This is an optimization exercise on Yosys and OpenROAD, whose aim is small area, a short achievable clock period and few clock cycles per item, not a production implementation.
In this exercise RTL edits were held to simulation tests only and were not proved equivalent to the original.

### flow/design.v
module sha256_lane (
    input  wire         clk,
    input  wire         rst_n,    
    input  wire         start,    
    input  wire         first,    
    input  wire [511:0] block,    
    output wire         ready,
    output reg          done,
    output wire [255:0] digest    
);
    localparam [31:0] IV0 = 32'h6a09e667, IV1 = 32'hbb67ae85,
                      IV2 = 32'h3c6ef372, IV3 = 32'ha54ff53a,
                      IV4 = 32'h510e527f, IV5 = 32'h9b05688c,
                      IV6 = 32'h1f83d9ab, IV7 = 32'h5be0cd19;
    function [31:0] knext;
        input [5:0] i;
        begin
            case (i)
                6'd0:  knext = 32'h71374491; 6'd1:  knext = 32'hb5c0fbcf;
                6'd2:  knext = 32'he9b5dba5; 6'd3:  knext = 32'h3956c25b;
                6'd4:  knext = 32'h59f111f1; 6'd5:  knext = 32'h923f82a4;
                6'd6:  knext = 32'hab1c5ed5; 6'd7:  knext = 32'hd807aa98;
                6'd8:  knext = 32'h12835b01; 6'd9:  knext = 32'h243185be;
                6'd10: knext = 32'h550c7dc3; 6'd11: knext = 32'h72be5d74;
                6'd12: knext = 32'h80deb1fe; 6'd13: knext = 32'h9bdc06a7;
                6'd14: knext = 32'hc19bf174; 6'd15: knext = 32'he49b69c1;
                6'd16: knext = 32'hefbe4786; 6'd17: knext = 32'h0fc19dc6;
                6'd18: knext = 32'h240ca1cc; 6'd19: knext = 32'h2de92c6f;
                6'd20: knext = 32'h4a7484aa; 6'd21: knext = 32'h5cb0a9dc;
                6'd22: knext = 32'h76f988da; 6'd23: knext = 32'h983e5152;
                6'd24: knext = 32'ha831c66d; 6'd25: knext = 32'hb00327c8;
                6'd26: knext = 32'hbf597fc7; 6'd27: knext = 32'hc6e00bf3;
                6'd28: knext = 32'hd5a79147; 6'd29: knext = 32'h06ca6351;
                6'd30: knext = 32'h14292967; 6'd31: knext = 32'h27b70a85;
                6'd32: knext = 32'h2e1b2138; 6'd33: knext = 32'h4d2c6dfc;
                6'd34: knext = 32'h53380d13; 6'd35: knext = 32'h650a7354;
                6'd36: knext = 32'h766a0abb; 6'd37: knext = 32'h81c2c92e;
                6'd38: knext = 32'h92722c85; 6'd39: knext = 32'ha2bfe8a1;
                6'd40: knext = 32'ha81a664b; 6'd41: knext = 32'hc24b8b70;
                6'd42: knext = 32'hc76c51a3; 6'd43: knext = 32'hd192e819;
                6'd44: knext = 32'hd6990624; 6'd45: knext = 32'hf40e3585;
                6'd46: knext = 32'h106aa070; 6'd47: knext = 32'h19a4c116;
                6'd48: knext = 32'h1e376c08; 6'd49: knext = 32'h2748774c;
                6'd50: knext = 32'h34b0bcb5; 6'd51: knext = 32'h391c0cb3;
                6'd52: knext = 32'h4ed8aa4a; 6'd53: knext = 32'h5b9cca4f;
                6'd54: knext = 32'h682e6ff3; 6'd55: knext = 32'h748f82ee;
                6'd56: knext = 32'h78a5636f; 6'd57: knext = 32'h84c87814;
                6'd58: knext = 32'h8cc70208; 6'd59: knext = 32'h90befffa;
                6'd60: knext = 32'ha4506ceb; 6'd61: knext = 32'hbef9a3f7;
                6'd62: knext = 32'hc67178f2; default: knext = 32'h428a2f98;
            endcase
        end
    endfunction
    function [63:0] csa;
        input [31:0] x, y, z;
        begin
            csa[31:0]  = x ^ y ^ z;
            csa[63:32] = {(x[30:0] & y[30:0]) | (x[30:0] & z[30:0]) | (y[30:0] & z[30:0]), 1'b0};
        end
    endfunction
    reg        run;       
    reg  [5:0] cnt;       
    reg        pre;       
    reg        rdy;       
    reg        nrdy;      
    reg        r61, r62, r63;    
    reg        fst_cur;   
    reg        fst_nxt;   
    reg [31:0] a, b, c, d, e, f, g;   
    reg [31:0] p;                     
    reg [31:0] kq;                    
    reg [31:0] f0, f4;                
    reg [31:0] hv0, hv1, hv2, hv3, hv4, hv5, hv6, hv7;    
    reg [31:0] w [0:15];              
    wire       nrun   = (run & ~r63) | pre;
    wire [5:0] cnt_n  = nrun ? cnt + 6'd1 : cnt;
    wire       acc    = start & rdy;
    assign ready  = rdy;
    assign digest = {hv0, hv1, hv2, hv3, hv4, hv5, hv6, hv7};
    wire [31:0] s0 = fst_cur ? IV0 : hv0, s1 = fst_cur ? IV1 : hv1,
                s2 = fst_cur ? IV2 : hv2, s3 = fst_cur ? IV3 : hv3,
                s4 = fst_cur ? IV4 : hv4, s5 = fst_cur ? IV5 : hv5,
                s6 = fst_cur ? IV6 : hv6, s7 = fst_cur ? IV7 : hv7;
    wire [31:0] n0 = fst_nxt ? IV0 : hv0, n1 = fst_nxt ? IV1 : hv1,
                n2 = fst_nxt ? IV2 : hv2, n3 = fst_nxt ? IV3 : hv3,
                n4 = fst_nxt ? IV4 : hv4, n5 = fst_nxt ? IV5 : hv5,
                n6 = fst_nxt ? IV6 : hv6, n7 = fst_nxt ? IV7 : hv7;
    wire [31:0] big_s1 = {e[5:0], e[31:6]} ^ {e[10:0], e[31:11]} ^ {e[24:0], e[31:25]};
    wire [31:0] big_s0 = {a[1:0], a[31:2]} ^ {a[12:0], a[31:13]} ^ {a[21:0], a[31:22]};
    wire [31:0] ch     = (e & f) ^ (~e & g);
    wire [31:0] maj    = (a & b) | (c & (a | b));
    wire [63:0] t1 = csa(p, big_s1, ch);           
    wire [63:0] a2 = csa(big_s0, maj, f0);
    wire [63:0] a3 = csa(t1[31:0], t1[63:32], a2[31:0]);
    wire [63:0] a4 = csa(a3[31:0], a3[63:32], a2[63:32]);
    wire [31:0] a_new = a4[31:0] + a4[63:32];
    wire [63:0] e2 = csa(t1[31:0], t1[63:32], d);
    wire [63:0] e3 = csa(e2[31:0], e2[63:32], f4);
    wire [31:0] e_new = e3[31:0] + e3[63:32];
    wire [31:0] xh  = pre ? n7 : g;               
    wire [63:0] p1  = csa(xh, kq, w[0]);
    wire [31:0] p_new = p1[31:0] + p1[63:32];
    wire [31:0] ha  = r61 ? s3 : r62 ? s2 : s1;
    wire [31:0] he  = r61 ? s7 : r62 ? s6 : s5;
    wire [31:0] sum_a = ha + a;
    wire [31:0] sum_e = he + e;
    wire [31:0] sml_s0 = {w[1][6:0], w[1][31:7]}   ^ {w[1][17:0], w[1][31:18]}  ^ (w[1] >> 3);
    wire [31:0] sml_s1 = {w[14][16:0], w[14][31:17]} ^ {w[14][18:0], w[14][31:19]} ^ (w[14] >> 10);
    wire [63:0] w1 = csa(sml_s1, w[9], w[0]);
    wire [63:0] w2 = csa(w1[31:0], w1[63:32], sml_s0);
    wire [31:0] w_new = w2[31:0] + w2[63:32];
    integer i;
    always @(posedge clk) begin
        if (!rst_n) begin
            run  <= 1'b0;
            cnt  <= 6'd63;
            pre  <= 1'b0;
            rdy  <= 1'b1;
            nrdy <= 1'b0;
            done <= 1'b0;
            r61  <= 1'b0;
            r62  <= 1'b0;
            r63  <= 1'b0;
        end else begin
            run  <= nrun;
            cnt  <= cnt_n;
            pre  <= acc;
            rdy  <= (~nrun & ~acc) | r61;
            nrdy <= ~((~nrun & ~acc) | r61);
            done <= r63;
            r61  <= run & (cnt == 6'd60);
            r62  <= r61;
            r63  <= r62;
        end
    end
    always @(posedge clk) begin
        if (rdy)
            fst_nxt <= first;
        if (pre)
            fst_cur <= fst_nxt;
        for (i = 0; i < 16; i = i + 1)
            w[i] <= (block[511 - 32*i -: 32] & {32{rdy}}) |
                    ((i == 15 ? w_new : w[(i+1) % 16]) & {32{nrdy}});
        kq <= knext(cnt_n);
        p  <= p_new;
        f0 <= r62 ? s0 : 32'd0;
        f4 <= r62 ? s4 : 32'd0;
        if (pre & fst_nxt) begin
            a <= IV0; b <= IV1; c <= IV2; d <= IV3;
            e <= IV4; f <= IV5; g <= IV6;
        end else if (r63) begin
            a <= a_new; b <= sum_a; c <= hv2; d <= hv3;
            e <= e_new; f <= sum_e; g <= hv6;
        end else if (pre) begin
            a <= hv0; b <= hv1; c <= hv2; d <= hv3;
            e <= hv4; f <= hv5; g <= hv6;
        end else begin
            a <= a_new; b <= a; c <= b; d <= c;
            e <= e_new; f <= e; g <= f;
        end
        if (r61) begin
            hv3 <= sum_a; hv7 <= sum_e;
        end
        if (r62) begin
            hv2 <= sum_a; hv6 <= sum_e;
        end
        if (r63) begin
            hv0 <= a_new; hv1 <= sum_a;
            hv4 <= e_new; hv5 <= sum_e;
        end
    end
endmodule
### flow/flow/run.sh
#!/bin/bash
# Standard layout, but with the smallest buffer on the ports (every port
# still gets its own buffer); each tool's output stays in orfs/logs.
set -euo pipefail
bash standard.sh BUFFER_PORTS_ARGS="-buffer_cell sky130_fd_sc_hd__buf_1" finish > standard_make.log 2>&1
### flow/standard.sh
#!/bin/bash
# synth_recipe.tcl (not shown) runs the flow's synth.tcl, then flattens the netlist and writes it again
# the make line also repeats each setting of config.mk as NAME=value (left out here)
make -C /OpenROAD-flow-scripts/flow DESIGN_CONFIG=/design/flow/config.mk WORK_HOME=/design/flow/orfs CLKGATE_MAP_FILE= SYNTH_SCRIPT=/design/flow/synth_recipe.tcl "${@:-finish}"
### flow/config.mk
export PLATFORM = sky130hd
export DESIGN_NAME = sha256_lane
export DESIGN_NICKNAME = sha256_lane
export VERILOG_FILES = /design/flow/design.v
export SDC_FILE = /design/flow/constraint.sdc
export NUM_CORES = 4
export LEC_CHECK = 0
export CAP_MARGIN = 20
export CORE_MARGIN = 2
export CORE_UTILIZATION = 40
export SETUP_SLACK_MARGIN = 5
export SLEW_MARGIN = 20
### flow/constraint.sdc
create_clock -name core_clock -period 9.5 [get_ports {clk}]
set_input_delay 1.9000 -clock core_clock [delete_from_list [all_inputs] [get_ports {clk}]]
set_output_delay 1.9000 -clock core_clock [all_outputs]
set_load 0.01 [all_outputs]
==> metrics.yaml, run 1 <==
floorplanning:
  core_area_mm2: 0.145
  rows: 140
  fp.dieH_um: 386
  start_util: 0.401
  io_pins: 774
  chipWidth_um: 386
  die_area_mm2: 0.149
worst_setup_path:
  crit_type: "reg -> reg"
  start_kind: "register"
  path_cells: "buf_4 > mux2i_4 > fa_2 > xor2_2 > xnor2_2 > fa_1 > inv_1 > ha_2 > a211o_1 > a21oi_1 > o21ai_2 > a211oi_4 > o31ai_4 > a211o_1 > a21oi_2 > o21ai_2 > or4_1 > a31oi_1"
  path_max_fanout: 6
  r2r_setup_slack_ns: 4.48
  required_ns: 10.14
  cp_num_buf_inv: 2
  arrival_ns: 5.65
  path_delay_family: "compound AO/OA/AOI/OAI gates"
  critPathSlowestCell: "fa_2"
  worst_path_largest_cell_delay_ns: 0.68
  crit_path_end_kind: "register"
logic_synthesis:
  synth_nets: 6793
  yosys_warnings: 2
  synth_ff_type: "dfxtp_1"
  synth_seq_cells: 1136
  syn_inst: 5818
  synth_area_mm2: 0.0583
  ys_types: 85
  synth_edf_count: 258
  synth-seq-area-share: 0.434
  avgSynthCellArea_um2: 10.0
  async_reset_ff_frac: 0
placed_design:
  placed_area_mm2: 0.0629
  place_inst: 8201
  gp_congestion: 1.02
  dp_hpwl_um: 187000
  place_ws_ns: 3.77
  port_buffers: 773
global_route:
  antenna_found_initial: 15
  grt_pass1_wl_um: 339000
  gr-total-overflow: 0
  grt_max_degree: 178
  grt_util_all_layers: 0.318
  first_global_vias: 45900
timing:
  fmax_mhz: 199
  timing.final.crit_share: 0.528
  hold_violations: 0
  rsz0062_at_grt: "true"
  setup_viol: 0
  final.setup.tns_ns: 0
  slew_viol_final: 0
  slew-limit-headroom: 0.266
  period_minus_slack_ns: 5.02
  setup_ws_ns: 4.48
  tightest_slew_ns: 1.10
  finClkSkew_ns: 0.0857
drt:
  drc: 0
  viasPerCell: 5.70
  met3_wirelength_um: 24300
  drt-met1-wl_um: 103000
  dr_total_vias: 48600
  totalWireLength_um: 246000
  ant_nets: 0
  first_iter_violations: 5225
  wl_per_cell_um: 28.9
  top_layer: "met5"
  dr.pass1.iters: 6
  dr_wl_met2_um: 108000
layout:
  layout.cells.non_filler: 8524
  stdcell_area_mm2: 0.0698
  largest_reg_flops: 512
  mostFrequentLayoutCell: "dfxtp_1"
  drive_above_1_share: 0.117
  layout_common_cells: "dfxtp_1 (794), buf_1 (773), inv_1 (503), a22o_1 (484), nand2_1 (472)"
  area_delta_synth_final_pct: 19.8
  largest-register: "w"
  finalNetCount: 7471
cts:
  h-tree-depth: 3
  cts_buffers: 121
  clockBufferDepth: 3
  clkSinkCount: 1136
  cts_tree: "built"
  root_buffer: "clkbuf_16"
  clock_latency_ns: 0.80
  clkTransAtPathRegs_ns: 0.07
hold_path:
  holdCritPathClass: "reg -> reg"
run_status:
  outcome: "finished clean"
job:
  cap_violations: 0
-- cell families after synthesis --
family          Yosys count  share of synthesized area
buf+inv                 882                     0.0570
mux                      99                     0.0177
simple gates           1084                     0.0826
xor+xnor                473                     0.0711
compound gates         1658                      0.202
flops                  1136                      0.434
fa+ha+maj               486                      0.136
-- timing repair --
action	CTS	global route
hold buffers	0	0
pin swaps	62	140
setup buffers	47	42
resized for setup	258	233
cloned	0	0
endpoints found under the setup margin	244	129
-- cell usage after synthesis (all sizes together), types with 38 or more instances --
master,instances,area share
a21oi,308,0.026
a211oi,59,0.0078
ha,207,0.044
o21ai,299,0.026
xor2,161,0.024
clkbuf,329,0.021
a31oi,42,0.0045
nor2b,38,0.0041
nand2,480,0.031
dfxtp,878,0.30
and2,44,0.0047
a21o,93,0.012
a22o,484,0.073
edfxtp,258,0.13
nand2b,50,0.0054
o21a,61,0.0079
mux2i,82,0.014
fa,252,0.087
nor2,251,0.016
nor3,48,0.0041
xnor2,312,0.047
inv,513,0.033
nand3,99,0.0085
o211ai,56,0.0074
-- metal layers --
layer,global-route usage,vias to the layer above
li1,-,21600
met2,0.476,2470
met3,0.0712,480
met1,0.446,24000
met4,0.120,16
met5,0,-
-- through the flow --
step	hold slack, ns	util
2_1_floorplan	0.416	-
4_1_cts	0.394	0.471
3_5_place_dp	0.422	0.433
6_report	0.405	0.481
5_1_grt	0.412	0.481
3_3_place_gp	0.418	0.433
-- area by class of cell --
| type | instances | area, um2 |
|---|---|---|
| well taps | 1917 | 2400 |
| clock buffers | 155 | 3260 |
| flip-flops and latches | 1136 | 25500 |
| clock inverters | 74 | 830 |
| diodes | 5 | 12.5 |
| repair buffers | 921 | 4230 |
| fillers | 13600 | 75400 |
| multi-input cells | 3800 | 31700 |
| inverters | 516 | 1940 |
-- worst paths after layout --
path,from,to,depth (start not counted)
max,e[12]$_SDFF_PP1_,e[31]$_SDFF_PP0_,18
min,w[5][26]$_DFF_P_,w[4][26]$_DFF_P_,1
max reg2reg,e[12]$_SDFF_PP1_,e[31]$_SDFF_PP0_,18
min reg2reg,w[5][26]$_DFF_P_,w[4][26]$_DFF_P_,1
Testbench counts, summed over its fixed seeds: cycles 50,136, blocks 783.
==> inputs of run 2 (changes only) <==
--- a/flow/design.v
+++ b/flow/design.v
@@ -66,6 +66,10 @@
     reg        r61, r62, r63;    
     reg        fst_cur;   
     reg        fst_nxt;   
+    reg        s_iv;      
+    reg        s_hv;      
+    reg        s_63;      
+    reg        s_sh;      
     reg [31:0] a, b, c, d, e, f, g;   
     reg [31:0] p;                     
     reg [31:0] kq;                    
@@ -121,6 +125,10 @@
             r61  <= 1'b0;
             r62  <= 1'b0;
             r63  <= 1'b0;
+            s_iv <= 1'b0;
+            s_hv <= 1'b0;
+            s_63 <= 1'b0;
+            s_sh <= 1'b1;
         end else begin
             run  <= nrun;
             cnt  <= cnt_n;
@@ -131,6 +139,10 @@
             r61  <= run & (cnt == 6'd60);
             r62  <= r61;
             r63  <= r62;
+            s_iv <= acc & first;
+            s_hv <= acc & ~first & ~r62;
+            s_63 <= r62 & ~(acc & first);
+            s_sh <= ~acc & ~r62;
         end
     end
     always @(posedge clk) begin
@@ -145,19 +157,13 @@
         p  <= p_new;
         f0 <= r62 ? s0 : 32'd0;
         f4 <= r62 ? s4 : 32'd0;
-        if (pre & fst_nxt) begin
-            a <= IV0; b <= IV1; c <= IV2; d <= IV3;
-            e <= IV4; f <= IV5; g <= IV6;
-        end else if (r63) begin
-            a <= a_new; b <= sum_a; c <= hv2; d <= hv3;
-            e <= e_new; f <= sum_e; g <= hv6;
-        end else if (pre) begin
-            a <= hv0; b <= hv1; c <= hv2; d <= hv3;
-            e <= hv4; f <= hv5; g <= hv6;
-        end else begin
-            a <= a_new; b <= a; c <= b; d <= c;
-            e <= e_new; f <= e; g <= f;
-        end
+        a <= (a_new & {32{s_63 | s_sh}}) | (hv0 & {32{s_hv}}) | (IV0 & {32{s_iv}});
+        b <= (sum_a & {32{s_63}}) | (a & {32{s_sh}}) | (hv1 & {32{s_hv}}) | (IV1 & {32{s_iv}});
+        c <= (hv2 & {32{s_63 | s_hv}}) | (b & {32{s_sh}}) | (IV2 & {32{s_iv}});
+        d <= (hv3 & {32{s_63 | s_hv}}) | (c & {32{s_sh}}) | (IV3 & {32{s_iv}});
+        e <= (e_new & {32{s_63 | s_sh}}) | (hv4 & {32{s_hv}}) | (IV4 & {32{s_iv}});
+        f <= (sum_e & {32{s_63}}) | (e & {32{s_sh}}) | (hv5 & {32{s_hv}}) | (IV5 & {32{s_iv}});
+        g <= (hv6 & {32{s_63 | s_hv}}) | (f & {32{s_sh}}) | (IV6 & {32{s_iv}});
         if (r61) begin
             hv3 <= sum_a; hv7 <= sum_e;
         end
==> run 2 against run 1 <==
Via count decreased by 0.75%. Synthesized cell count decreased by 5.1%. Wire length decreased by 1.4%. Sequential share of layout area increased by 0.39 points. First-iteration DRC count increased by 19%. Setup slack improved by 0.023 ns. Final cell count decreased by 3.4%. Critical endpoint is now e[31]$_DFF_P_.
==> metrics.yaml, run 2 <==
drt:
  first_iter_violations: 6200  # was 5,225
  viasPerCell: 5.85  # was 5.70
  wl_per_cell_um: 29.5  # was 28.9 um
  totalWireLength_um: 243000  # was 246,000 um
  drc: 0  # unchanged
  dr.pass1.iters: 9  # was 6
  dr_total_vias: 48200  # was 48,600
  ant_nets: 0  # unchanged
logic_synthesis:
  synth_top_family_by_area: "compound AO/OA/AOI/OAI gates"  # unchanged
  synth_top_area_share: 0.307  # was 0.301
  synth_edf_count: 258  # unchanged
  synthMuxAreaShare: 0.0110  # was 0.0177
  yosys_warnings: 2  # unchanged
  syn_inst: 5522  # was 5,818
  avgSynthCellArea_um2: 10.4  # was 10.0 um2
  synth_fa_ha_area_frac: 0.139  # was 0.136
  synth_nets: 6501  # was 6,793
  async_reset_ff_frac: 0  # unchanged
  synth_area_mm2: 0.0576  # was 0.0583 mm2
  synthXorXnorAreaFrac: 0.0706  # was 0.0711
  ys_types: 85  # unchanged
  synth-seq-area-share: 0.441  # was 0.434
  yosys-top-cells-area: "dfxtp_1 (31%), edfxtp_1 (13%), fa_1 (8.9%), a22o_1 (8.1%), xnor2_1 (4.7%)"  # was dfxtp_1 (30%), edfxtp_1 (13%), fa_1 (8.7%), a22o_1 (7.3%), xnor2_1 (4.7%)
  synth-compound-area-share: 0.220  # was 0.202
  synthMostInstantiatedCell: "dfxtp_1"  # unchanged
  synth_seq_cells: 1140  # was 1,136
  yosys.area_share.simple: 0.0615  # was 0.0826
  yosys.area.top_type: "dfxtp_1"  # unchanged
  ys_top_cells_by_count: "dfxtp_1 (882), a22o_1 (533), inv_1 (518)"  # was dfxtp_1 (878), inv_1 (513), a22o_1 (484)
  synth_ff_type: "dfxtp_1"  # unchanged
worst_setup_path:
  required_ns: 10.14  # about the same
  reg2reg_from: "e[12]$_DFF_P_"  # was e[12]$_SDFF_PP1_
  crit_type: "reg -> reg"  # unchanged
  cp_num_buf_inv: 1  # was 2
  r2r_setup_slack_ns: 4.50  # was 4.48 ns
  path_delay_family: "compound AO/OA/AOI/OAI gates"  # unchanged
  crit_cells: 19  # was 18
  path_cells: "xor2_4 > xnor2_2 > fa_2 > xnor2_4 > xnor2_2 > fa_1 > ha_2 > fa_2 > a21oi_2 > o211ai_1 > o211ai_1 > o2111ai_2 > a221oi_2 > buf_4 > nor3_2 > a211o_1 > a21oi_2 > xnor2_1 > a22o_1"  # was buf_4 > mux2i_4 > fa_2 > xor2_2 > xnor2_2 > fa_1 > inv_1 > ha_2 > a211o_1 > a21oi_1 > o21ai_2 > a211oi_4 > o31ai_4 > a211o_1 > a21oi_2 > o21ai_2 > or4_1 > a31oi_1
  critPathSlowestCell: "fa_2"  # unchanged
  start_kind: "register"  # unchanged
  path_max_fanout: 4  # was 6
  crit_path_end_kind: "register"  # unchanged
  reg2reg_to: "e[31]$_DFF_P_"  # was e[31]$_SDFF_PP0_
  worst_path_largest_cell_delay_ns: 0.67  # was 0.68 ns
  arrival_ns: 5.63  # was 5.65 ns
  crit_start: "e[12]$_DFF_P_"  # was e[12]$_SDFF_PP1_
  crit_end: "e[31]$_DFF_P_"  # was e[31]$_SDFF_PP0_
  rr_worst_depth: 19  # was 18
placed_design:
  gp_congestion: 0.998  # was 1.02
  place_inst: 7894  # was 8,201
  port_buffers: 773  # unchanged
  dp_hpwl_um: 186000  # was 187,000 um
run_status:
  outcome: "finished clean"  # unchanged
layout:
  mostFrequentLayoutCell: "dfxtp_1"  # unchanged
  multi_input_area_mm2: 0.0309  # was 0.0317 mm2
  register_area_mm2: 0.0257  # was 0.0255 mm2
  fill_cells: 13400  # was 13,600
  layout.cells.non_filler: 8236  # was 8,524
  largest-register: "w"  # unchanged
  layout_common_cells: "dfxtp_1 (793), buf_1 (773), a22o_1 (533), inv_1 (506), nand2_1 (278)"  # was dfxtp_1 (794), buf_1 (773), inv_1 (503), a22o_1 (484), nand2_1 (472)
  area_delta_synth_final_pct: 20.6  # was 19.8%
  drive_above_1_share: 0.122  # was 0.117
  largest_reg_flops: 512  # unchanged
  finalNetCount: 7197  # was 7,471
floorplanning:
  start_util: 0.402  # was 0.401
  core_area_mm2: 0.143  # was 0.145 mm2
  die_area_mm2: 0.147  # was 0.149 mm2
  rows: 139  # was 140
  chipWidth_um: 383  # was 386 um
  io_pins: 774  # unchanged
  fp.dieH_um: 383  # was 386 um
timing:
  timing.final.crit_share: 0.526  # was 0.528
  fmax_mhz: 200  # was 199 MHz
  slew-limit-headroom: 0.262  # was 0.266
  final.setup.tns_ns: 0  # unchanged
  rsz0062_at_grt: "true"  # unchanged
  finClkSkew_ns: 0.0753  # was 0.0857 ns
  setup_viol: 0  # unchanged
  slew_viol_final: 0  # unchanged
  hold_violations: 0  # unchanged
  period_minus_slack_ns: 5.00  # was 5.02 ns
  tightest_slew_ns: 1.11  # was 1.10 ns
job:
  cap_violations: 0  # unchanged
cts:
  cts_tree: "built"  # unchanged
  clkSinkCount: 1140  # was 1,136
  cts_buffers: 121  # unchanged
  h-tree-depth: 3  # unchanged
  clock_latency_ns: 0.79  # was 0.80 ns
  clkTransAtPathRegs_ns: 0.06  # was 0.07 ns
  clockBufferDepth: 3  # unchanged
  root_buffer: "clkbuf_16"  # unchanged
global_route:
  first_global_vias: 45400  # was 45,900
  gr-total-overflow: 0  # unchanged
  grt_pass1_wl_um: 333000  # was 339,000 um
  grt_util_all_layers: 0.314  # was 0.318
  grt_max_degree: 197  # was 178
  antenna_found_initial: 22  # was 15
hold_path:
  holdCritPathClass: "reg -> reg"  # unchanged
-- run 2: worst reg2reg max path, cell delays in order, from the launching register on --
cell and delay [ns]:
dfxtp_4 0.37, xor2_4 0.19, xnor2_2 0.18, fa_2 0.67, xnor2_4 0.15, xnor2_2 0.13, fa_1 0.44, ha_2 0.22
fa_2 0.38, a21oi_2 0.17, o211ai_1 0.19, o211ai_1 0.36, o2111ai_2 0.27, a221oi_2 0.28, buf_4 0.19, nor3_2 0.05
a211o_1 0.24, a21oi_2 0.14, xnor2_1 0.10, a22o_1 0.19
-- run 2: routing by layer --
layer	GRT usage	up-vias	part of all wire
met2	0.479	2712	0.45
met5	0	-	0.00054
met1	0.441	24100	0.41
met4	0.0895	20	0.033
li1	-	21000	-
met3	0.0760	397	0.11
-- run 2: area by class of cell --
cell class | instances | share of cell area
diodes | 11 | 0.000396
clock buffers | 171 | 0.0502
clock inverters | 56 | 0.0100
inverters | 522 | 0.0284
multi-input cells | 3503 | 0.445
flip-flops and latches | 1140 | 0.369
well taps | 1903 | 0.0343
repair buffers | 930 | 0.0622
-- run 2: cell families (layout without fill, tap and decap cells) --
kind of cell / after synthesis / after routing
compound gates: 1719 / 1719
fa+ha+maj: 490 / 490
buf+inv: 879 / 1679
mux: 62 / 62
other cells: 0 / 11
flops: 1140 / 1140
simple gates: 768 / 768
xor+xnor: 464 / 464
-- run 2: worst min-delay path by stage --
stage                         to         startpoint  cells after the start  slack [ns]
2_1_floorplan   w[10][0]$_DFF_P_   w[11][0]$_DFF_P_                      1        0.42
3_3_place_gp    w[14][0]$_DFF_P_   w[15][0]$_DFF_P_                      1        0.42
3_5_place_dp   w[11][23]$_DFF_P_  w[12][23]$_DFF_P_                      1        0.42
4_1_cts         w[1][28]$_DFF_P_   w[2][28]$_DFF_P_                      1        0.42
5_1_grt         w[14][9]$_DFF_P_   w[15][9]$_DFF_P_                      1        0.45
6_report        w[1][28]$_DFF_P_   w[2][28]$_DFF_P_                      1        0.42
-- run 2: per-stage QoR --
stage / area (um2) / hold WS (ns) / setup slack, ns / utilization
finish: 69500 / 0.423 / 4.50 / 0.485
global route: 69400 / 0.445 / 4.38 / 0.485
CTS: 68300 / 0.417 / 4.54 / 0.476
detailed placement: 62200 / 0.422 / 3.93 / 0.434
global placement: 62200 / 0.418 / 3.98 / 0.434
floorplan: 57700 / 0.416 / 4.80 / -
-- run 2: what timing repair did --
action / 4_1_cts / 5_1_grt
buffers inserted: 65 / 36
setup endpoints to repair: 239 / 128
gates cloned: 1 / 2
resized for setup: 334 / 170
pin swaps: 83 / 94
hold buffers: 0 / 0
hold endpoints to repair: 0 / 0
Testbench counts of run 2, summed over its fixed seeds: cycles 50,136, blocks 783.
==> inputs of run 3 (changes only) <==
--- a/flow/design.v
+++ b/flow/design.v
@@ -70,10 +70,11 @@
     reg        s_hv;      
     reg        s_63;      
     reg        s_sh;      
+    reg        s_nw;      
     reg [31:0] a, b, c, d, e, f, g;   
     reg [31:0] p;                     
     reg [31:0] kq;                    
-    reg [31:0] f0, f4;                
+    reg        r63f;                  
     reg [31:0] hv0, hv1, hv2, hv3, hv4, hv5, hv6, hv7;    
     reg [31:0] w [0:15];              
     wire       nrun   = (run & ~r63) | pre;
@@ -81,18 +82,13 @@
     wire       acc    = start & rdy;
     assign ready  = rdy;
     assign digest = {hv0, hv1, hv2, hv3, hv4, hv5, hv6, hv7};
-    wire [31:0] s0 = fst_cur ? IV0 : hv0, s1 = fst_cur ? IV1 : hv1,
-                s2 = fst_cur ? IV2 : hv2, s3 = fst_cur ? IV3 : hv3,
-                s4 = fst_cur ? IV4 : hv4, s5 = fst_cur ? IV5 : hv5,
-                s6 = fst_cur ? IV6 : hv6, s7 = fst_cur ? IV7 : hv7;
-    wire [31:0] n0 = fst_nxt ? IV0 : hv0, n1 = fst_nxt ? IV1 : hv1,
-                n2 = fst_nxt ? IV2 : hv2, n3 = fst_nxt ? IV3 : hv3,
-                n4 = fst_nxt ? IV4 : hv4, n5 = fst_nxt ? IV5 : hv5,
-                n6 = fst_nxt ? IV6 : hv6, n7 = fst_nxt ? IV7 : hv7;
+    wire [31:0] s0 = fst_cur ? IV0 : hv0, s4 = fst_cur ? IV4 : hv4;
     wire [31:0] big_s1 = {e[5:0], e[31:6]} ^ {e[10:0], e[31:11]} ^ {e[24:0], e[31:25]};
     wire [31:0] big_s0 = {a[1:0], a[31:2]} ^ {a[12:0], a[31:13]} ^ {a[21:0], a[31:22]};
     wire [31:0] ch     = (e & f) ^ (~e & g);
     wire [31:0] maj    = (a & b) | (c & (a | b));
+    wire [31:0] f0     = s0 & {32{r63f}};
+    wire [31:0] f4     = s4 & {32{r63f}};
     wire [63:0] t1 = csa(p, big_s1, ch);           
     wire [63:0] a2 = csa(big_s0, maj, f0);
     wire [63:0] a3 = csa(t1[31:0], t1[63:32], a2[31:0]);
@@ -101,11 +97,11 @@
     wire [63:0] e2 = csa(t1[31:0], t1[63:32], d);
     wire [63:0] e3 = csa(e2[31:0], e2[63:32], f4);
     wire [31:0] e_new = e3[31:0] + e3[63:32];
-    wire [31:0] xh  = pre ? n7 : g;               
+    wire [31:0] xh  = pre ? (fst_nxt ? IV7 : r63 ? hv6 : hv7) : g;    
     wire [63:0] p1  = csa(xh, kq, w[0]);
     wire [31:0] p_new = p1[31:0] + p1[63:32];
-    wire [31:0] ha  = r61 ? s3 : r62 ? s2 : s1;
-    wire [31:0] he  = r61 ? s7 : r62 ? s6 : s5;
+    wire [31:0] ha  = fst_cur ? (r61 ? IV3 : r62 ? IV2 : IV1) : hv3;
+    wire [31:0] he  = fst_cur ? (r61 ? IV7 : r62 ? IV6 : IV5) : hv7;
     wire [31:0] sum_a = ha + a;
     wire [31:0] sum_e = he + e;
     wire [31:0] sml_s0 = {w[1][6:0], w[1][31:7]}   ^ {w[1][17:0], w[1][31:18]}  ^ (w[1] >> 3);
@@ -125,10 +121,12 @@
             r61  <= 1'b0;
             r62  <= 1'b0;
             r63  <= 1'b0;
+            r63f <= 1'b0;
             s_iv <= 1'b0;
             s_hv <= 1'b0;
             s_63 <= 1'b0;
             s_sh <= 1'b1;
+            s_nw <= 1'b1;
         end else begin
             run  <= nrun;
             cnt  <= cnt_n;
@@ -139,10 +137,12 @@
             r61  <= run & (cnt == 6'd60);
             r62  <= r61;
             r63  <= r62;
+            r63f <= run & (cnt == 6'd62);
             s_iv <= acc & first;
             s_hv <= acc & ~first & ~r62;
             s_63 <= r62 & ~(acc & first);
             s_sh <= ~acc & ~r62;
+            s_nw <= (r62 & ~(acc & first)) | (~acc & ~r62);
         end
     end
     always @(posedge clk) begin
@@ -155,24 +155,19 @@
                     ((i == 15 ? w_new : w[(i+1) % 16]) & {32{nrdy}});
         kq <= knext(cnt_n);
         p  <= p_new;
-        f0 <= r62 ? s0 : 32'd0;
-        f4 <= r62 ? s4 : 32'd0;
-        a <= (a_new & {32{s_63 | s_sh}}) | (hv0 & {32{s_hv}}) | (IV0 & {32{s_iv}});
+        a <= (a_new & {32{s_nw}}) | (hv0 & {32{s_hv}}) | (IV0 & {32{s_iv}});
         b <= (sum_a & {32{s_63}}) | (a & {32{s_sh}}) | (hv1 & {32{s_hv}}) | (IV1 & {32{s_iv}});
-        c <= (hv2 & {32{s_63 | s_hv}}) | (b & {32{s_sh}}) | (IV2 & {32{s_iv}});
-        d <= (hv3 & {32{s_63 | s_hv}}) | (c & {32{s_sh}}) | (IV3 & {32{s_iv}});
-        e <= (e_new & {32{s_63 | s_sh}}) | (hv4 & {32{s_hv}}) | (IV4 & {32{s_iv}});
+        c <= (hv1 & {32{s_63}}) | (hv2 & {32{s_hv}}) | (b & {32{s_sh}}) | (IV2 & {32{s_iv}});
+        d <= (hv2 & {32{s_63}}) | (hv3 & {32{s_hv}}) | (c & {32{s_sh}}) | (IV3 & {32{s_iv}});
+        e <= (e_new & {32{s_nw}}) | (hv4 & {32{s_hv}}) | (IV4 & {32{s_iv}});
         f <= (sum_e & {32{s_63}}) | (e & {32{s_sh}}) | (hv5 & {32{s_hv}}) | (IV5 & {32{s_iv}});
-        g <= (hv6 & {32{s_63 | s_hv}}) | (f & {32{s_sh}}) | (IV6 & {32{s_iv}});
-        if (r61) begin
-            hv3 <= sum_a; hv7 <= sum_e;
-        end
-        if (r62) begin
-            hv2 <= sum_a; hv6 <= sum_e;
+        g <= (hv5 & {32{s_63}}) | (hv6 & {32{s_hv}}) | (f & {32{s_sh}}) | (IV6 & {32{s_iv}});
+        if (r61 | r62 | r63) begin
+            hv1 <= sum_a; hv2 <= hv1; hv3 <= hv2;
+            hv5 <= sum_e; hv6 <= hv5; hv7 <= hv6;
         end
         if (r63) begin
-            hv0 <= a_new; hv1 <= sum_a;
-            hv4 <= e_new; hv5 <= sum_e;
+            hv0 <= a_new; hv4 <= e_new;
         end
     end
 endmodule
==> run 3 against run 2 <==
Critical path type unchanged. Final area decreased by 4.0%. Setup slack worse by 0.015 ns. Critical path depth decreased by 3. Critical endpoint is now a[31]$_DFF_P_. Global-route usage is 1.7 points lower. Sequential share of layout area down 0.50 points.
==> metrics.yaml, run 3 <==
run_status:
  outcome: "finished clean"  # unchanged
worst_setup_path:
  required_ns: 10.13  # was 10.14 ns
  path_max_fanout: 8  # was 4
  r2r_setup_slack_ns: 4.49  # was 4.50 ns
  crit_type: "reg -> reg"  # unchanged
  reg2reg_to: "a[31]$_DFF_P_"  # was e[31]$_DFF_P_
  start_kind: "register"  # unchanged
  arrival_ns: 5.64  # was 5.63 ns
  rr_worst_depth: 16  # was 19
  crit_path_end_kind: "register"  # unchanged
  crit_start: "fst_cur$_DFFE_PP_"  # was e[12]$_DFF_P_
  reg2reg_from: "fst_cur$_DFFE_PP_"  # was e[12]$_DFF_P_
timing:
  setup_ws_ns: 4.49  # was 4.50 ns
  final.setup.tns_ns: 0  # unchanged
  slew_viol_final: 0  # unchanged
  setup_viol: 0  # unchanged
  finClkSkew_ns: 0.0774  # was 0.0753 ns
  fmax_mhz: 200  # about the same
  timing.final.crit_share: 0.527  # was 0.526
  hold_ws_ns: 0.425  # was 0.423 ns
  period_minus_slack_ns: 5.01  # was 5.00 ns
  hold_violations: 0  # unchanged
  slew-limit-headroom: 0.260  # was 0.262
  tightest_slew_ns: 1.11  # about the same
  rsz0062_at_grt: "true"  # unchanged
logic_synthesis:
  yosys.area.top_type: "dfxtp_1"  # unchanged
  synth_area_mm2: 0.0560  # was 0.0576 mm2
  yosys_warnings: 2  # unchanged
  ys_top_cells_by_count: "dfxtp_1 (820), inv_1 (567), a22o_1 (548)"  # was dfxtp_1 (882), a22o_1 (533), inv_1 (518)
  synth_top_area_share: 0.293  # was 0.307
  synthMostInstantiatedCell: "dfxtp_1"  # unchanged
  synth-seq-area-share: 0.431  # was 0.441
  synth_ff_type: "dfxtp_1"  # unchanged
  synth_seq_cells: 1078  # was 1,140
  ys_types: 84  # was 85
  syn_inst: 5372  # was 5,522
  synth_nets: 6354  # was 6,501
  async_reset_ff_frac: 0  # unchanged
  synth_edf_count: 258  # unchanged
  avgSynthCellArea_um2: 10.4  # about the same
  yosys-top-cells-area: "dfxtp_1 (29%), edfxtp_1 (14%), fa_1 (9.2%), a22o_1 (8.6%), xnor2_1 (5.0%)"  # was dfxtp_1 (31%), edfxtp_1 (13%), fa_1 (8.9%), a22o_1 (8.1%), xnor2_1 (4.7%)
global_route:
  grt_max_degree: 227  # was 197
  gr-total-overflow: 0  # unchanged
  grt_pass1_wl_um: 308000  # was 333,000 um
  grt_util_all_layers: 0.297  # was 0.314
  first_global_vias: 43000  # was 45,400
  antenna_found_initial: 20  # was 22
placed_design:
  port_buffers: 773  # unchanged
  place_ws_ns: 3.61  # was 3.93 ns
  dp_hpwl_um: 169000  # was 186,000 um
  gp_congestion: 0.967  # was 0.998
drt:
  first_iter_violations: 5647  # was 6,200
  viasPerCell: 5.66  # was 5.85
  drc: 0  # unchanged
  wl_per_cell_um: 27.7  # was 29.5 um
  ant_nets: 0  # unchanged
  totalWireLength_um: 222000  # was 243,000 um
  dr.pass1.iters: 10  # was 9
  dr_total_vias: 45400  # was 48,200
floorplanning:
  io_pins: 774  # unchanged
  fp.dieH_um: 378  # was 383 um
  core_area_mm2: 0.139  # was 0.143 mm2
  start_util: 0.402  # about the same
  die_area_mm2: 0.143  # was 0.147 mm2
  rows: 137  # was 139
  chipWidth_um: 378  # was 383 um
hold_path:
  holdCritPathClass: "reg -> reg"  # unchanged
  hold_end: "w[4][2]$_DFF_P_"  # was w[1][28]$_DFF_P_
  min_from: "w[5][2]$_DFF_P_"  # was w[2][28]$_DFF_P_
  hold_depth: 1  # unchanged
cts:
  root_buffer: "clkbuf_16"  # unchanged
  clkTransAtPathRegs_ns: 0.06  # about the same
  clkSinkCount: 1078  # was 1,140
  clockBufferDepth: 3  # unchanged
  clock_latency_ns: 0.77  # was 0.79 ns
  h-tree-depth: 3  # unchanged
  cts_buffers: 115  # was 121
  cts_tree: "built"  # unchanged
  holdBufCountCts: 0  # unchanged
layout:
  drive_above_1_share: 0.100  # was 0.122
  largest_reg_flops: 512  # unchanged
  layout_common_cells: "buf_1 (773), dfxtp_1 (756), inv_1 (557), a22o_1 (547), nand2_1 (290)"  # was dfxtp_1 (793), buf_1 (773), a22o_1 (533), inv_1 (506), nand2_1 (278)
  finalNetCount: 7014  # was 7,197
  largest-register: "w"  # unchanged
  area_delta_synth_final_pct: 19.0  # was 20.6%
  mostFrequentLayoutCell: "buf_1"  # was dfxtp_1
job:
  cap_violations: 0  # unchanged
==> run 3: cell count changes after synthesis, moves of 18 or more <==
cell      previous run  this run
o21ai_0            285       202
dfxtp_1            882       820
a221o_1             99        44
inv_1              518       567
nor2_1             183       137
a22oi_1             24        63
a222oi_1            24        62
a21oi_1            255       290
nor3_1              59        26
o21a_1              69        39
nor2b_1             49        31
==> run 3: routing by layer <==
layer,wire (um),track usage,vias up
met3,20400,0.0572,366
met1,94200,0.419,22400
li1,-,-,20400
met5,67,0,-
met2,98600,0.452,2243
met4,8520,0.108,10
==> run 3: final cells by class <==
cell class | instances | area, um2
antenna | 10 | 25.0
clock buffer | 173 | 3460
clock inverter | 44 | 619
fill | 13000 | 72700
inverter | 569 | 2140
multi-input combinational | 3371 | 29600
sequential | 1078 | 24300
tap | 1876 | 2350
timing repair buffer | 897 | 4180
==> run 3: worst max-delay path by stage <==
stage                               end  cells after the start
after global placement    a[31]$_DFF_P_                     17
after floorplan           a[31]$_DFF_P_                     17
after CTS                 a[29]$_DFF_P_                     18
after global routing      a[30]$_DFF_P_                     18
after detailed placement  a[31]$_DFF_P_                     17
final                     a[31]$_DFF_P_                     16
==> run 3: critical path: stages (launching register included) <==
cell and delay, ns:
edfxtp_1 0.52, buf_12 0.21, o21a_1 0.20, fa_1 0.52, fa_1 0.58, fa_1 0.46
ha_4 0.27, a2111oi_4 0.32, buf_4 0.18, o21ai_4 0.06, a22o_1 0.22, a221o_4 0.42
a211oi_4 0.25, o21bai_2 0.14, a221oi_2 0.26, xnor2_1 0.11, a22o_1 0.20
==> run 3: kinds of logic after synthesis <==
group / count (synthesis) / share of synthesized area
DFF: 1078 / 0.431
muxes: 62 / 0.0119
buffers and inverters: 923 / 0.0620
adders and majority gates: 503 / 0.145
and+or+nand+nor: 665 / 0.0539
xor gates and xnor gates: 470 / 0.0735
AOI/OAI and AO/OA: 1671 / 0.222
==> run 3: timing repair <==
| action | in CTS | in global routing |
|---|---|---|
| buffers inserted | 38 | 33 |
| gates resized for setup | 202 | 124 |
| setup endpoints to repair | 176 | 103 |
| hold endpoints to repair | 0 | 0 |
| pin swaps | 62 | 70 |
| gates cloned | 5 | 1 |
==> run 3: metrics by stage <==
| step | util | instances | area (um2) |
|---|---|---|---|
| after floorplan | - | 5372 | 56200 |
| after global placement | 0.434 | 7714 | 60500 |
| after detailed placement | 0.434 | 7714 | 60500 |
| after CTS | 0.472 | 7974 | 65800 |
| after global routing | 0.478 | 8013 | 66700 |
| final | 0.479 | 8018 | 66700 |
Testbench counts of run 3, summed over its fixed seeds: cycles 50,136, blocks 783.
==> inputs of run 4 (changes only) <==
--- a/flow/config.mk
+++ b/flow/config.mk
@@ -8,5 +8,7 @@
 export CAP_MARGIN = 20
 export CORE_MARGIN = 2
 export CORE_UTILIZATION = 40
+export CTS_CLUSTER_DIAMETER = 60
+export CTS_CLUSTER_SIZE = 30
 export SETUP_SLACK_MARGIN = 5
 export SLEW_MARGIN = 20
==> run 4 against run 3 <==
Sequential share of layout area up 0.11 points. Worst hold slack worse by 0.017 ns. Via count barely moved. Clock-buffer cell count is 74 lower. Non-clock buffer count increased by 11. Setup slack got worse by 0.0072 ns. Synthesized area stayed put. Flip-flop and latch count is the same. Highest routed layer unchanged.
==> metrics.yaml, run 4 <==
timing:
  timing.final.crit_share: 0.528  # was 0.527
  fmax_mhz: 199  # was 200 MHz
  final.setup.tns_ns: 0  # unchanged
  slew_viol_final: 0  # unchanged
  hold_violations: 0  # unchanged
  hold_ws_ns: 0.408  # was 0.425 ns
  setup_ws_ns: 4.48  # was 4.49 ns
  tightest_slew_ns: 1.09  # was 1.11 ns
  period_minus_slack_ns: 5.02  # was 5.01 ns
  rsz0062_at_grt: "true"  # unchanged
  setup_viol: 0  # unchanged
  finClkSkew_ns: 0.0541  # was 0.0774 ns
  slew-limit-headroom: 0.270  # was 0.260
floorplanning:
  core_area_mm2: 0.139  # unchanged
  start_util: 0.402  # unchanged
  die_area_mm2: 0.143  # unchanged
  rows: 137  # unchanged
  chipWidth_um: 378  # unchanged
  fp.dieH_um: 378  # unchanged
  io_pins: 774  # unchanged
logic_synthesis:
  ys_types: 84  # unchanged
  syn_inst: 5372  # unchanged
  synth_edf_count: 258  # unchanged
  ys_top_cells_by_count: "dfxtp_1 (820), inv_1 (567), a22o_1 (548)"  # unchanged
  yosys-top-cells-area: "dfxtp_1 (29%), edfxtp_1 (14%), fa_1 (9.2%), a22o_1 (8.6%), xnor2_1 (5.0%)"  # unchanged
  synth_ff_type: "dfxtp_1"  # unchanged
  synth_area_mm2: 0.0560  # unchanged
  avgSynthCellArea_um2: 10.4  # unchanged
  yosys.area.top_type: "dfxtp_1"  # unchanged
  yosys_warnings: 2  # unchanged
  synth_top_area_share: 0.293  # unchanged
  synth_nets: 6354  # unchanged
  synth-seq-area-share: 0.431  # unchanged
  synthMostInstantiatedCell: "dfxtp_1"  # unchanged
  async_reset_ff_frac: 0  # unchanged
  synth_seq_cells: 1078  # unchanged
global_route:
  first_global_vias: 42900  # was 43,000
  grt_pass1_wl_um: 306000  # was 308,000 um
  grt_util_all_layers: 0.296  # was 0.297
  antenna_found_initial: 19  # was 20
  gr-total-overflow: 0  # unchanged
  grt_max_degree: 227  # unchanged
drt:
  viasPerCell: 5.68  # was 5.66
  dr.pass1.iters: 8  # was 10
  ant_nets: 0  # unchanged
  wl_per_cell_um: 27.7  # about the same
  totalWireLength_um: 221000  # was 222,000 um
  dr_total_vias: 45400  # about the same
  first_iter_violations: 5456  # was 5,647
  drc: 0  # unchanged
layout:
  largest_reg_flops: 512  # unchanged
  drive_above_1_share: 0.102  # was 0.100
  layout.cells.non_filler: 7996  # was 8,018
  area_delta_synth_final_pct: 18.6  # was 19.0%
  final_util: 0.477  # was 0.479
  finalNetCount: 7007  # was 7,014
  largest-register: "w"  # unchanged
  mostFrequentLayoutCell: "buf_1"  # unchanged
  stdcell_area_mm2: 0.0665  # was 0.0667 mm2
  layout_common_cells: "buf_1 (773), dfxtp_1 (759), inv_1 (561), a22o_1 (548), nand2_1 (290)"  # was buf_1 (773), dfxtp_1 (756), inv_1 (557), a22o_1 (547), nand2_1 (290)
run_status:
  outcome: "finished clean"  # unchanged
hold_path:
  hold_end: "w[14][9]$_DFF_P_"  # was w[4][2]$_DFF_P_
  hold_depth: 1  # unchanged
  min_from: "w[15][9]$_DFF_P_"  # was w[5][2]$_DFF_P_
  holdCritPathClass: "reg -> reg"  # unchanged
worst_setup_path:
  rr_worst_depth: 21  # was 16
  required_ns: 10.12  # was 10.13 ns
  worst_path_largest_cell_delay_ns: 0.57  # was 0.58 ns
  reg2reg_from: "a[14]$_DFF_P_"  # was fst_cur$_DFFE_PP_
  r2r_setup_slack_ns: 4.48  # was 4.49 ns
  reg2reg_to: "a[26]$_DFF_P_"  # was a[31]$_DFF_P_
  arrival_ns: 5.63  # was 5.64 ns
  crit_type: "reg -> reg"  # unchanged
  crit_path_end_kind: "register"  # unchanged
  critPathSlowestCell: "dfxtp_1"  # was fa_1
  path_cells: "xnor2_2 > xnor2_1 > fa_1 > inv_1 > fa_1 > inv_1 > fa_2 > ha_4 > fa_2 > a21oi_2 > o21ai_4 > a211oi_2 > buf_4 > nor3_4 > a211oi_2 > o211a_1 > buf_6 > buf_6 > a21oi_2 > xor2_1 > a22o_1"  # was buf_12 > o21a_1 > fa_1 > fa_1 > fa_1 > ha_4 > a2111oi_4 > buf_4 > o21ai_4 > a22o_1 > a221o_4 > a211oi_4 > o21bai_2 > a221oi_2 > xnor2_1 > a22o_1
  crit_start: "a[14]$_DFF_P_"  # was fst_cur$_DFFE_PP_
  path_max_fanout: 6  # was 8
  start_kind: "register"  # unchanged
cts:
  h-tree-depth: 3  # unchanged
  root_buffer: "clkbuf_16"  # unchanged
  cts_buffers: 97  # was 115
  clkTransAtPathRegs_ns: 0.09  # was 0.06 ns
  clock_latency_ns: 0.76  # was 0.77 ns
  cts_tree: "built"  # unchanged
  clkSinkCount: 1078  # unchanged
  clockBufferDepth: 3  # unchanged
placed_design:
  dp_hpwl_um: 169000  # unchanged
  place_ws_ns: 3.61  # unchanged
  gp_congestion: 0.967  # unchanged
  placed_area_mm2: 0.0605  # unchanged
  port_buffers: 773  # unchanged
  place_inst: 7714  # unchanged
job:
  cap_violations: 0  # unchanged
[run 4: cell families (layout without fill, tap and decap cells)]
logic type               after synthesis  in the layout  synth area share
AO/OA/AOI/OAI                       1671           1671             0.222
XOR/XNOR                             470            470            0.0735
adder cells (fa/ha/maj)              503            503             0.145
buffers and inverters                923           1660            0.0620
flip-flops                          1078           1078             0.431
multiplexers                          62             62            0.0119
other                                  0             11                 0
AND/OR/NAND/NOR                      665            665            0.0539
[run 4: area by class of cell]
class | instances | area, um2
Tap cell | 1876 | 2350
Clock buffer | 99 | 2440
Fill cell | 13000 | 72900
Clock inverter | 84 | 1130
Antenna cell | 11 | 27.5
Inverter | 569 | 2140
Multi-Input combinational cell | 3371 | 29700
Sequential cell | 1078 | 24300
Timing Repair Buffer | 908 | 4340
[run 4: what timing repair did]
item                                    in CTS  in global routing
hold buffers                                 0                  0
resized for setup                          212                138
endpoints found under the setup margin     185                119
cloned                                       4                  2
buffers inserted                            47                 35
pin swaps                                   70                 74
[run 4: layer usage]
metal  GRT usage  vias to the layer above  share of wire
li1            -                    20400              -
met1       0.414                    22400           0.43
met2       0.449                     2205           0.44
met3      0.0666                      376          0.091
met4       0.102                       10          0.037
met5           0                        -        0.00031
[run 4: worst max-delay path, delay by kind of cell, from the launching register on]
family,cells,cell delay (ns)
XOR/XNOR,3,0.52
flip-flops,1,0.57
AND/OR/NAND/NOR,1,0.05
adder cells (fa/ha/maj),5,1.96
AO/OA/AOI/OAI,7,1.29
buffers and inverters,5,0.50
[run 4: worst max-delay path by stage]
stage	to	slack [ns]
floorplan	a[31]$_DFF_P_	4.70
detailed placement	a[31]$_DFF_P_	3.61
CTS	a[31]$_DFF_P_	4.43
global route	a[26]$_DFF_P_	4.32
finish	a[26]$_DFF_P_	4.48
global placement	a[31]$_DFF_P_	3.64
==> inputs of run 5 (changes only) <==
--- a/flow/config.mk
+++ b/flow/config.mk
@@ -8,7 +8,6 @@
 export CAP_MARGIN = 20
 export CORE_MARGIN = 2
 export CORE_UTILIZATION = 40
-export CTS_CLUSTER_DIAMETER = 60
-export CTS_CLUSTER_SIZE = 30
 export SETUP_SLACK_MARGIN = 5
 export SLEW_MARGIN = 20
+export TNS_END_PERCENT = 10
==> run 5 against run 4 <==
Critical path depth decreased by 5. Setup slack got worse by 0.13 ns. Still clean. Maximum frequency decreased by 2.5%. Wire length increased by 0.43%. Synthesized cell count unchanged. Final cell count decreased by 0.11%. Non-clock buffer count decreased by 41. Critical endpoint is now a[31]$_DFF_P_. First-iteration DRC count increased by 1.1%.
==> metrics.yaml, run 5 <==
global_route:
  grt_util_all_layers: 0.298  # was 0.296
  grt_pass1_wl_um: 309000  # was 306,000 um
  grt_max_degree: 200  # was 227
  first_global_vias: 42900  # about the same
  gr-total-overflow: 0  # unchanged
  antenna_found_initial: 12  # was 19
logic_synthesis:
  synth_ff_type: "dfxtp_1"  # unchanged
  yosys-top-cells-area: "dfxtp_1 (29%), edfxtp_1 (14%), fa_1 (9.2%), a22o_1 (8.6%), xnor2_1 (5.0%)"  # unchanged
  async_reset_ff_frac: 0  # unchanged
  ys_top_cells_by_count: "dfxtp_1 (820), inv_1 (567), a22o_1 (548)"  # unchanged
  synth_edf_count: 258  # unchanged
  syn_inst: 5372  # unchanged
  synth_area_mm2: 0.0560  # unchanged
  avgSynthCellArea_um2: 10.4  # unchanged
  synthMostInstantiatedCell: "dfxtp_1"  # unchanged
  yosys.area.top_type: "dfxtp_1"  # unchanged
  synth-seq-area-share: 0.431  # unchanged
  ys_types: 84  # unchanged
  yosys_warnings: 2  # unchanged
  synth_seq_cells: 1078  # unchanged
  synth_nets: 6354  # unchanged
  synth_top_area_share: 0.293  # unchanged
timing:
  slew_viol_final: 0  # unchanged
  tightest_slew_ns: 1.10  # was 1.09 ns
  period_minus_slack_ns: 5.15  # was 5.02 ns
  hold_ws_ns: 0.423  # was 0.408 ns
  final.setup.tns_ns: 0  # unchanged
  rsz0062_at_grt: "true"  # unchanged
  timing.final.crit_share: 0.542  # was 0.528
  slew-limit-headroom: 0.254  # was 0.270
  setup_viol: 0  # unchanged
  setup_ws_ns: 4.35  # was 4.48 ns
  fmax_mhz: 194  # was 199 MHz
  hold_violations: 0  # unchanged
  finClkSkew_ns: 0.0598  # was 0.0541 ns
drt:
  dr_total_vias: 45500  # was 45,400
  first_iter_violations: 5515  # was 5,456
  totalWireLength_um: 222000  # was 221,000 um
  viasPerCell: 5.70  # was 5.68
  wl_per_cell_um: 27.8  # was 27.7 um
  dr.pass1.iters: 9  # was 8
  ant_nets: 0  # unchanged
  drc: 0  # unchanged
cts:
  clkSinkCount: 1078  # unchanged
  clockBufferDepth: 3  # unchanged
  root_buffer: "clkbuf_16"  # unchanged
  holdBufCountCts: 0  # unchanged
  clock_latency_ns: 0.78  # was 0.76 ns
  cts_tree: "built"  # unchanged
  clkTransAtPathRegs_ns: 0.07  # was 0.09 ns
  h-tree-depth: 3  # unchanged
  cts_buffers: 116  # was 97
worst_setup_path:
  crit_end: "a[31]$_DFF_P_"  # was a[26]$_DFF_P_
  crit_path_end_kind: "register"  # unchanged
  r2r_setup_slack_ns: 4.35  # was 4.48 ns
  reg2reg_to: "a[31]$_DFF_P_"  # was a[26]$_DFF_P_
  required_ns: 10.14  # was 10.12 ns
  crit_start: "fst_cur$_DFFE_PP_"  # was a[14]$_DFF_P_
  path_max_fanout: 6  # unchanged
  arrival_ns: 5.79  # was 5.63 ns
  reg2reg_from: "fst_cur$_DFFE_PP_"  # was a[14]$_DFF_P_
  start_kind: "register"  # unchanged
  crit_type: "reg -> reg"  # unchanged
  rr_worst_depth: 16  # was 21
layout:
  mostFrequentLayoutCell: "buf_1"  # unchanged
  largest-register: "w"  # unchanged
  finalNetCount: 6985  # was 7,007
  drive_above_1_share: 0.0798  # was 0.102
  final_util: 0.472  # was 0.477
  fill_cells: 13100  # was 13,000
  layout.cells.non_filler: 7987  # was 7,996
  stdcell_area_mm2: 0.0658  # was 0.0665 mm2
  largest_reg_flops: 512  # unchanged
  layout_common_cells: "buf_1 (773), dfxtp_1 (768), inv_1 (563), a22o_1 (548), xnor2_1 (298)"  # was buf_1 (773), dfxtp_1 (759), inv_1 (561), a22o_1 (548), nand2_1 (290)
  area_delta_synth_final_pct: 17.4  # was 18.6%
run_status:
  outcome: "finished clean"  # unchanged
placed_design:
  placed_area_mm2: 0.0605  # about the same
  gp_congestion: 0.954  # was 0.967
  port_buffers: 773  # unchanged
  dp_hpwl_um: 170000  # was 169,000 um
  place_inst: 7716  # was 7,714
  place_ws_ns: 3.46  # was 3.61 ns
floorplanning:
  start_util: 0.402  # unchanged
  core_area_mm2: 0.139  # unchanged
  die_area_mm2: 0.143  # unchanged
  chipWidth_um: 378  # unchanged
  fp.dieH_um: 378  # unchanged
  io_pins: 774  # unchanged
  rows: 137  # unchanged
job:
  cap_violations: 0  # unchanged
hold_path:
  holdCritPathClass: "reg -> reg"  # unchanged
-- run 5: logic make-up after synthesis --
logic type      share of synthesized area
compound gates                      0.222
flops                               0.431
buf+inv                            0.0620
simple gates                       0.0539
fa+ha+maj                           0.145
xor+xnor                           0.0735
mux                                0.0119
-- run 5: critical path, cell delays in order, from the launching register on --
cell and delay [ns]:
edfxtp_1 0.50, buf_12 0.20, buf_6 0.12, o21a_1 0.18, fa_1 0.54, fa_1 0.59, fa_1 0.46, ha_4 0.27
a2111oi_4 0.36, o21ai_2 0.14, a22o_1 0.23, a221o_4 0.42, a211oi_4 0.25, o21bai_2 0.10, a221oi_2 0.30, xnor2_1 0.13
a22o_1 0.21
-- run 5: what timing repair did --
action / in CTS / in global routing
pin swaps: 29 / 44
setup buffers: 27 / 13
gates cloned: 5 / 0
gates resized for setup: 76 / 104
endpoints found under the setup margin: 165 / 165
-- run 5: worst min path at each step --
stage                                 start                end  slack (ns)  depth (start not counted)
after floorplan            w[11][0]$_DFF_P_   w[10][0]$_DFF_P_        0.42                          1
after global placement     w[12][8]$_DFF_P_   w[11][8]$_DFF_P_        0.42                          1
after detailed placement  w[11][27]$_DFF_P_  w[10][27]$_DFF_P_        0.42                          1
after CTS                  w[6][19]$_DFF_P_   w[5][19]$_DFF_P_        0.41                          1
after global routing      w[10][25]$_DFF_P_   w[9][25]$_DFF_P_        0.44                          1
final                      w[6][19]$_DFF_P_   w[5][19]$_DFF_P_        0.42                          1
-- run 5: final cells by class --
type                            count  area, um2  share of cell area
Antenna cell                        8       20.0            0.000304
Clock buffer                      159       3330              0.0506
Clock inverter                     59        751              0.0114
Inverter                          569       2140              0.0325
Multi-Input combinational cell   3371      29100               0.442
Sequential cell                  1078      24300               0.369
Tap cell                         1876       2350              0.0357
Timing Repair Buffer              867       3870              0.0588
-- run 5: metal layers --
metal  GRT usage  vias up  routed length, um
met5           0        -                 97
met4       0.104       16               7940
met3      0.0579      358              20000
met2       0.447     2368              97700
met1       0.428    22400              96700
li1            -    20300                  -

re-timing with driven ports:
The results above use ideal ports. As a check the final layouts listed here were re-extracted and re-timed, cells and wires unchanged. Step 1: set_driving_cell puts a clkbuf_16 on clk and a buf_2 on each other input, an assumption about the parent block. Step 2 times the ports against the registers' clock, not the clock port: input delays grow and output delays shrink by t, the midpoint of the rising clock arrivals with the driver on. a / b / c = no drivers / after step 1 / after step 2; a / b = the first two.
run	t (ns)	slack for setup (ns)	latest minus earliest clock arrival (ns)	worst data-port slew with drivers (ns)
run 1	0.842	4.482 / 4.482 / 4.482	0.088 / 0.087	0.15
run 2	0.818	4.505 / 4.505 / 4.505	0.076 / 0.076	0.12
run 3	0.808	4.490 / 4.490 / 4.490	0.083 / 0.083	0.16
run 4	0.801	4.482 / 4.482 / 4.482	0.063 / 0.063	0.15
run 5	0.823	4.354 / 4.354 / 4.354	0.065 / 0.065	0.18
After both steps every run listed still meets setup and hold.
